This design comes from an exercise in tuning for small area and a short achievable clock period on the open sky130 flow, not from production work.
The RTL was checked by simulation tests, not by an equivalence proof against the original design.
No activity file was given, so power comes from the tool's default toggle rates.

== red ==
Design long_acc4, start of the top module:
module long_acc4 (
    input  wire         clk,
    input  wire         rst,
    input  wire [1:0]   cmd,
    input  wire [8:0]   open_w,
    input  wire [5:0]   open_c,
    input  wire         open_clamp,
    input  wire         open_lost,
    input  wire [3:0]   fmt_a,
    input  wire [15:0]  a,
    input  wire [7:0]   scale_a,
    input  wire [3:0]   fmt_b,
    input  wire [63:0]  b,
    input  wire [31:0]  scale_b,
    output reg          out_valid,
    output wire [511:0] out_acc,
    output wire         out_clamp,
    output wire         out_lost
);
    localparam CMD_OPEN   = 2'd1;
    localparam CMD_UPDATE = 2'd2;
    localparam CMD_READ   = 2'd3;
    wire        ia_nan, ia_inf, ia_fs, ia_nz;
    wire [11:0] ia_v;
    wire [7:0]  ia_ef, ia_sc;
    wire [3:0]  ia_tz;
    wire [5:0]  ia_one, ia_two, ia_ng;
    lt_decode u_dec_a (
        .fmt(fmt_a), .x(a), .scale(scale_a),
        .is_nan(ia_nan), .is_inf(ia_inf), .fs(ia_fs), .v(ia_v), .nz(ia_nz),
        .ef(ia_ef), .sc(ia_sc), .tz(ia_tz)
    );
    lt_booth u_booth (.a(ia_v), .one(ia_one), .two(ia_two), .ng(ia_ng));
    reg         updD, rdD, clrD, oclD, olsD;
    reg [3:0]   faD, fbD;
    reg         anD, aiD, azD;
    reg [7:0]   aeD, asD;
    reg [3:0]   atD;
    reg [5:0]   oneD, twoD, ngD;
    reg [3:0]   negD;
    reg [11:0]  bvD  [0:3];
    reg [7:0]   beD  [0:3];
    reg [7:0]   bsD  [0:3];
    reg [3:0]   bnD, biD;
    reg signed [8:0] win_w;
    reg [5:0]   c_d;
    always @(posedge clk) begin
        updD <= !rst && (cmd == CMD_UPDATE);
        rdD  <= !rst && (cmd == CMD_READ);
        clrD <= rst || (cmd == CMD_OPEN);
        oclD <= !rst && open_clamp;
        olsD <= !rst && open_lost;
        faD  <= fmt_a;
        fbD  <= fmt_b;
        anD  <= ia_nan;
        aiD  <= ia_inf;
        azD  <= ia_nz;
        aeD  <= ia_ef;
        asD  <= ia_sc;
        atD  <= ia_tz;
  ...
Size in the first run: ~930 flip-flops, ~660 I/O pins, about 82000 sq um of cells after synthesis.
==> flow/config.mk <==
export PLATFORM = sky130hd
export DESIGN_NAME = long_acc4
export DESIGN_NICKNAME = long_acc4
export VERILOG_FILES = /design/flow/design.v
export SDC_FILE = /design/flow/constraint.sdc
export NUM_CORES = 8
export LEC_CHECK = 0
export CAP_MARGIN = 20
export CORE_MARGIN = 2
export CORE_UTILIZATION = 35
export SLEW_MARGIN = 20
==> flow/constraint.sdc <==
create_clock -name core_clock -period 26.0 [get_ports {clk}]
set_input_delay 5.2000 -clock core_clock [delete_from_list [all_inputs] [get_ports {clk}]]
set_output_delay 5.2000 -clock core_clock [all_outputs]
set_load 0.01 [all_outputs]
standard.sh (not shown) runs the stock make flow with config.mk's settings and CLKGATE_MAP_FILE= SYNTH_SCRIPT=/design/flow/synth_recipe.tcl, a recipe that flattens the netlist after the stock synthesis.
==> flow/flow/run.sh <==
#!/bin/bash
# The standard layout, with plain buffers (not delay buffers) on the ports,
# stronger ones on the inputs, and timing repair aimed at 19.3 ns of setup slack.
set -uo pipefail
export BUFFER_PORTS_ARGS="-buffer_cell sky130_fd_sc_hd__buf_1"
export POST_GLOBAL_PLACE_TCL="$PWD/flow/post_gp.tcl"
export SETUP_SLACK_MARGIN=19.3
bash standard.sh > standard.log 2>&1
==> flow/flow/post_gp.tcl <==
# Input port buffers: a stronger buffer than the output ports get, since each
# input fans out to many cells.
set block [ord::get_db_block]
set n 0
foreach inst [$block getInsts] {
  if {[string match "input*" [$inst getName]] &&
      [[$inst getMaster] getName] eq "sky130_fd_sc_hd__buf_1"} {
    replace_cell [$inst getName] sky130_fd_sc_hd__buf_4
    incr n
  }
}
puts "post_gp: resized $n input port buffers"
The flow did not stop early for red: all stages ran, and the layout cleared the timing, design-rule and antenna checks.
Setup changes, red to orange
==> flow/flow/run.sh <==
#!/bin/bash
# The standard layout, with plain buffers (not delay buffers) on the ports and
# timing repair aimed at 19.3 ns of setup slack.
set -uo pipefail
export BUFFER_PORTS_ARGS="-buffer_cell sky130_fd_sc_hd__buf_1"
export SETUP_SLACK_MARGIN=19.3
bash standard.sh > standard.log 2>&1
removed: flow/flow/post_gp.tcl
Notes after the runs:
Relative to red, orange degrades post-route minimum period.
Cmp orange and red / clock-buffer cell count / higher: red
Comparing orange and red, depth of the critical timing path with buffers and inverters included is higher on orange.
Sum of internal, switching and leakage power essentially unchanged between orange and red.
orange finished every stage and its layout cleared the timing, design-rule and antenna checks.
A critical path startpoint of acc[0][80] is what red shows, while fmt_b[3] belongs to orange.
Between orange and red, the wire length per cell after detailed routing does not differ in any meaningful way.
orange -> red: total routed wirelength flat
Total setup buffers inserted after CTS: orange > red
Fmax: orange lower than red
Share of cells above drive strength 1: orange vs red down 1.4 points

==> static timing again, ports no longer ideal <==
The flow's constraints put no driver on any port. The routed layouts listed below were extracted and timed again, unchanged, in two steps. Step 1: set_driving_cell puts a clkbuf_16 on clk and a buf_2 on each other input, an assumption about the parent block. Step 2 also shifts input and output timing later by t, the mid clock arrival at the registers, as if the neighbouring blocks saw the same clock. Slacks: ideal ports / drivers / drivers and shift; pairs: ideal ports / drivers.
| run | t, ns | setup slack, ns | worst setup path at the end | worst data-port slew with drivers (ns) |
|---|---|---|---|---|
| red | 0.906 | 19.321 / 19.218 / 18.620 | input to register | 0.11 |
| orange | 0.889 | 19.289 / 19.215 / 18.467 | input to register | 0.10 |
After both steps setup and hold are still met in every run listed. For orange, which loses most, drivers alone change the setup slack by -0.074 ns; drivers and shift together by -0.822 ns.
